This design comes from an exercise in tuning for small area, a short achievable clock period and few clock cycles on the open sky130 flow, not from production work. RTL that was checked went through simulation tests only; none was proved equivalent to the original. No activity file was given, so power comes from the tool's default toggle rates.

Setup of oak:
## lay_dpu
module lay_dpu (
    input  wire        clk,
    input  wire        rst,           
    input  wire        cmd_valid,
    output wire        cmd_ready,
    input  wire [5:0]  cmd_op,
    input  wire [1:0]  cmd_acc,       
    input  wire [1:0]  cmd_lanes,     
    input  wire [1:0]  cmd_part,      
    input  wire [2:0]  cmd_t,         
    input  wire        cmd_sat,
    input  wire        cmd_rnd,       
    input  wire        cmd_int,       
    input  wire        cmd_trk,       
    input  wire [23:0] cmd_a,
    input  wire [23:0] cmd_b,
    input  wire [23:0] cmd_c,
    input  wire [23:0] cmd_d,
    input  wire [23:0] cmd_e,
    output reg         rsp_valid,
    output reg  [23:0] rsp_data,
    output reg         rsp_annul,
    output reg  [5:0]  rsp_flags,
    output reg  [4:0]  rsp_bx
);
    localparam OP_NOP   = 6'd0,  OP_MOV   = 6'd1,  OP_ADD   = 6'd2,
               OP_SUB   = 6'd3,  OP_CMP   = 6'd4,  OP_NEG   = 6'd5,
               OP_ABS   = 6'd6,  OP_MIN   = 6'd7,  OP_MAX   = 6'd8,
               OP_AND   = 6'd9,  OP_OR    = 6'd10, OP_XOR   = 6'd11,
               OP_NOT   = 6'd12, OP_TST   = 6'd13, OP_SHL   = 6'd14,
               OP_SHR   = 6'd15, OP_SHRL  = 6'd16, OP_CLAMP = 6'd17,
               OP_LERP  = 6'd18, OP_TLU   = 6'd19, OP_SCALE = 6'd20,
               OP_SCALEA= 6'd21, OP_STA   = 6'd22, OP_LDA   = 6'd23,
               OP_RDP   = 6'd24, OP_WRP   = 6'd25, OP_CLRA  = 6'd26,
               OP_MPY   = 6'd27, OP_MAC   = 6'd28, OP_MSU   = 6'd29,
  ...
export LEC_CHECK = 0
export CAP_MARGIN = 20
export CORE_MARGIN = 2
export CORE_UTILIZATION = 30
export PLACE_DENSITY = 0.5
export SLEW_MARGIN = 20
create_clock -name core_clock -period 20.0 [get_ports {clk}]
standard.sh (not shown) runs the stock make flow with config.mk's settings and CLKGATE_MAP_FILE= SYNTH_SCRIPT=/design/flow/synth_recipe.tcl, a recipe that flattens the netlist after the stock synthesis.
==> flow/flow/run.sh <==
#!/bin/bash
# Layout flow: the standard flow (standard.sh), with ORFS's timing
# repair asked to leave a setup margin (so that it sizes and buffers the
# paths that set the achieved period) and the ports buffered with buf_4.
export SETUP_SLACK_MARGIN=14.8
export BUFFER_PORTS_ARGS="-buffer_cell sky130_fd_sc_hd__buf_4"
bash standard.sh > standard.log 2>&1
Testbench counts of oak, summed over its fixed seeds: cycles 11,502.
Input changes introduced in pine (baseline for comparison: oak):
--- a/flow/design.v
+++ b/flow/design.v
@@ -39,82 +39,74 @@
     reg        v0, rdy_q;
     reg [1:0]  k0;                    
     reg [5:0]  op0;
     reg [1:0]  n0, ln0, pt0;
     reg [2:0]  t0;
     reg        sat0, rnd0, int0, trk0;
     reg [23:0] a0, b0, c0, d0, e0;
     reg        x24;                   
-    reg        lt0, lerp0;            
     reg        hz0, hz2_0;            
     reg        as_sub0, negabs0;      
     reg        msu0;
     reg        nrdy_o;
     assign cmd_ready = ~nrdy_o;
     wire in_mul   = (cmd_op == OP_MPY) | (cmd_op == OP_MAC) | (cmd_op == OP_MSU);
     wire in_multi = in_mul & ((cmd_lanes == 2'd1 & ~cmd_acc[0]) |
                               (cmd_lanes == 2'd2 & cmd_acc == 2'd0));
     wire in_lt    = (cmd_op == OP_LERP) | (cmd_op == OP_TLU);
     wire in_sc    = (cmd_op == OP_SCALE) | (cmd_op == OP_SCALEA);
     wire bx_hz2   = v0 & (((op0 == OP_STA) & trk0) | (op0 == OP_BXCLR));
     wire bx_hz    = bx_hz2 | (v1 & ((c_sta & trk1) | c_bxclr));
-    wire [1:0] klast0 = hz2_0 ? 2'd2 : (hz0 | lt0 | ln0 == 2'd1) ? 2'd1 : 2'd3;
+    wire [1:0] klast0 = hz2_0 ? 2'd2 : (hz0 | ln0 == 2'd1) ? 2'd1 : 2'd3;
     always @(posedge clk) begin
         if (rst) begin
             v0    <= 1'b0;
             rdy_q  <= 1'b1;
             nrdy_o <= 1'b0;
             k0     <= 2'd0;
         end else if (!rdy_q) begin
             k0     <= k0 + 2'd1;
             rdy_q  <= (k0 + 2'd1 == klast0);
             nrdy_o <= ~(k0 + 2'd1 == klast0);
         end else begin
             v0     <= cmd_valid;
             k0     <= 2'd0;
-            rdy_q  <= ~(cmd_valid & (in_multi | in_lt | (in_sc & bx_hz)));
-            nrdy_o <= cmd_valid & (in_multi | in_lt | (in_sc & bx_hz));
+            rdy_q  <= ~(cmd_valid & (in_multi | (in_sc & bx_hz)));
+            nrdy_o <= cmd_valid & (in_multi | (in_sc & bx_hz));
         end
     end
-    wire [24:0] lt_p = lerp0 ? {a0[23], a0} : {c0[23], c0};
-    wire [24:0] lt_q = lerp0 ? {c0[23], c0} : {b0[23], b0};
-    wire [24:0] lt_diff;
-    lay_add25 u_ltd (.a(lt_p), .b(~lt_q), .cin(1'b1), .s(lt_diff));
-    wire [7:0]  tlu_f   = (int0 | a0[23]) ? 8'd0 : a0[14:7];
+    wire        in_tlu  = cmd_op[0];             
+    wire [24:0] d_ac, d_cb;
+    lay_add25 u_dac (.a({cmd_a[23], cmd_a}), .b(~{cmd_c[23], cmd_c}), .cin(1'b1), .s(d_ac));
+    lay_add25 u_dcb (.a({cmd_c[23], cmd_c}), .b(~{cmd_b[23], cmd_b}), .cin(1'b1), .s(d_cb));
+    wire [24:0] lt_diff = in_tlu ? d_cb : d_ac;
+    wire [7:0]  tlu_f   = (cmd_int | cmd_a[23]) ? 8'd0 : cmd_a[14:7];
     always @(posedge clk) begin
         pt0  <= cmd_part;
         trk0 <= cmd_trk;
         if (rdy_q) begin
             sat0    <= cmd_sat;
             t0      <= cmd_t;
             hz0     <= in_sc & bx_hz;
             hz2_0   <= in_sc & bx_hz2;
             rnd0    <= cmd_rnd;
             op0     <= cmd_op;
             n0      <= cmd_acc;
             ln0     <= cmd_lanes;
-            int0    <= cmd_int;
-            a0      <= cmd_a;
-            b0      <= cmd_b;
-            c0      <= cmd_c;
+            int0    <= cmd_int | in_lt;
+            a0      <= ~in_lt ? cmd_a : (in_tlu ? {16'd0, tlu_f} : cmd_b);
+            b0      <= in_lt ? lt_diff[23:0] : cmd_b;
+            x24     <= in_lt ? lt_diff[24] : cmd_b[23];
+            c0      <= (in_lt & in_tlu) ? cmd_b : cmd_c;
             d0      <= cmd_d;
             e0      <= cmd_e;
-            x24     <= cmd_b[23];
-            lt0     <= in_lt;
-            lerp0   <= (cmd_op == OP_LERP);
             msu0    <= (cmd_op == OP_MSU);
             negabs0 <= (cmd_op == OP_NEG) | (cmd_op == OP_ABS);
             as_sub0 <= ~((cmd_op == OP_ADD) | (cmd_op == OP_ABS & ~cmd_a[23]));
-        end else if (lt0) begin
-            int0 <= 1'b1;
-            a0   <= lerp0 ? b0 : {16'd0, tlu_f};
-            b0   <= lt_diff[23:0];
-            x24  <= lt_diff[24];
-            if (!lerp0) c0 <= b0;
         end else if (!hz0) begin
             b0  <= c0;
             x24 <= c0[23];
             c0  <= d0;
             d0  <= e0;
         end
     end
     reg rst_q;
@@ -226,17 +218,17 @@
     reg [1:0]  pt1;
     reg [4:0]  shamt;
     reg        sh_neg, cnz1;
     reg [23:0] r1;                    
     reg [56:0] ms1, mc1;
     reg [55:0] acc_t;                 
     always @(posedge clk) begin
         if (rst_q) v1 <= 1'b0;
-        else     v1 <= v0 & ~((lt0 | hz0) & ~rdy_q);
+        else     v1 <= v0 & ~(hz0 & ~rdy_q);
         last1   <= rdy_q;
         first1  <= (k0 == 2'd0);
         ts1     <= 4'b0001 << tg_s1;
         pt1     <= pt0;
         shamt   <= shamt_s1;
         sh_neg  <= sh_s1[5];
         int1    <= int0;
         sat1    <= sat0;
## What came out
pine completed; timing, DRC and antenna clean. Delta(clock power share, pine - oak) > 0. oak reports its origin of the worst setup path as acc_t[31]$_DFF_P_ while pine reports cmd_c[0]. Summary of the comparison: post-place setup slack is lower in pine, relative to oak. The run showing the smaller number of instances in the synthesized netlist is oak. pine vs oak, wire length on met3 went down by 14%. Summary of pine over oak: worst clock skew saw an increase; critical path depth saw a decrease.
Function not checked in pine: the RTL went through the layout flow alone.

re-timing with driven ports:
The flow's constraints put no driver on any port. The routed layouts listed below were extracted and timed again, unchanged, in two steps. Step 1, drivers: a clkbuf_16 drives clk and a buf_2 each remaining input, both assumed. Step 2 moves the port delays by t, midway between the first and last clock arrival at a register: inputs arrive t later, outputs are due t later. That takes back most of the time a late clock gives input paths. Slacks: ideal / step 1 / step 2; pairs: ideal / step 1.
run	shift t [ns]	setup WS [ns]	hold WS [ns]
oak	0.802	14.710 / 14.664 / 14.701	0.334 / 0.334 / 0.334
pine	0.829	13.734 / 13.756 / 12.927	0.327 / 0.327 / 0.327
After both steps every run listed still meets setup and hold. For pine, which loses most, drivers alone change the setup slack by +0.022 ns; drivers and shift together by -0.807 ns.
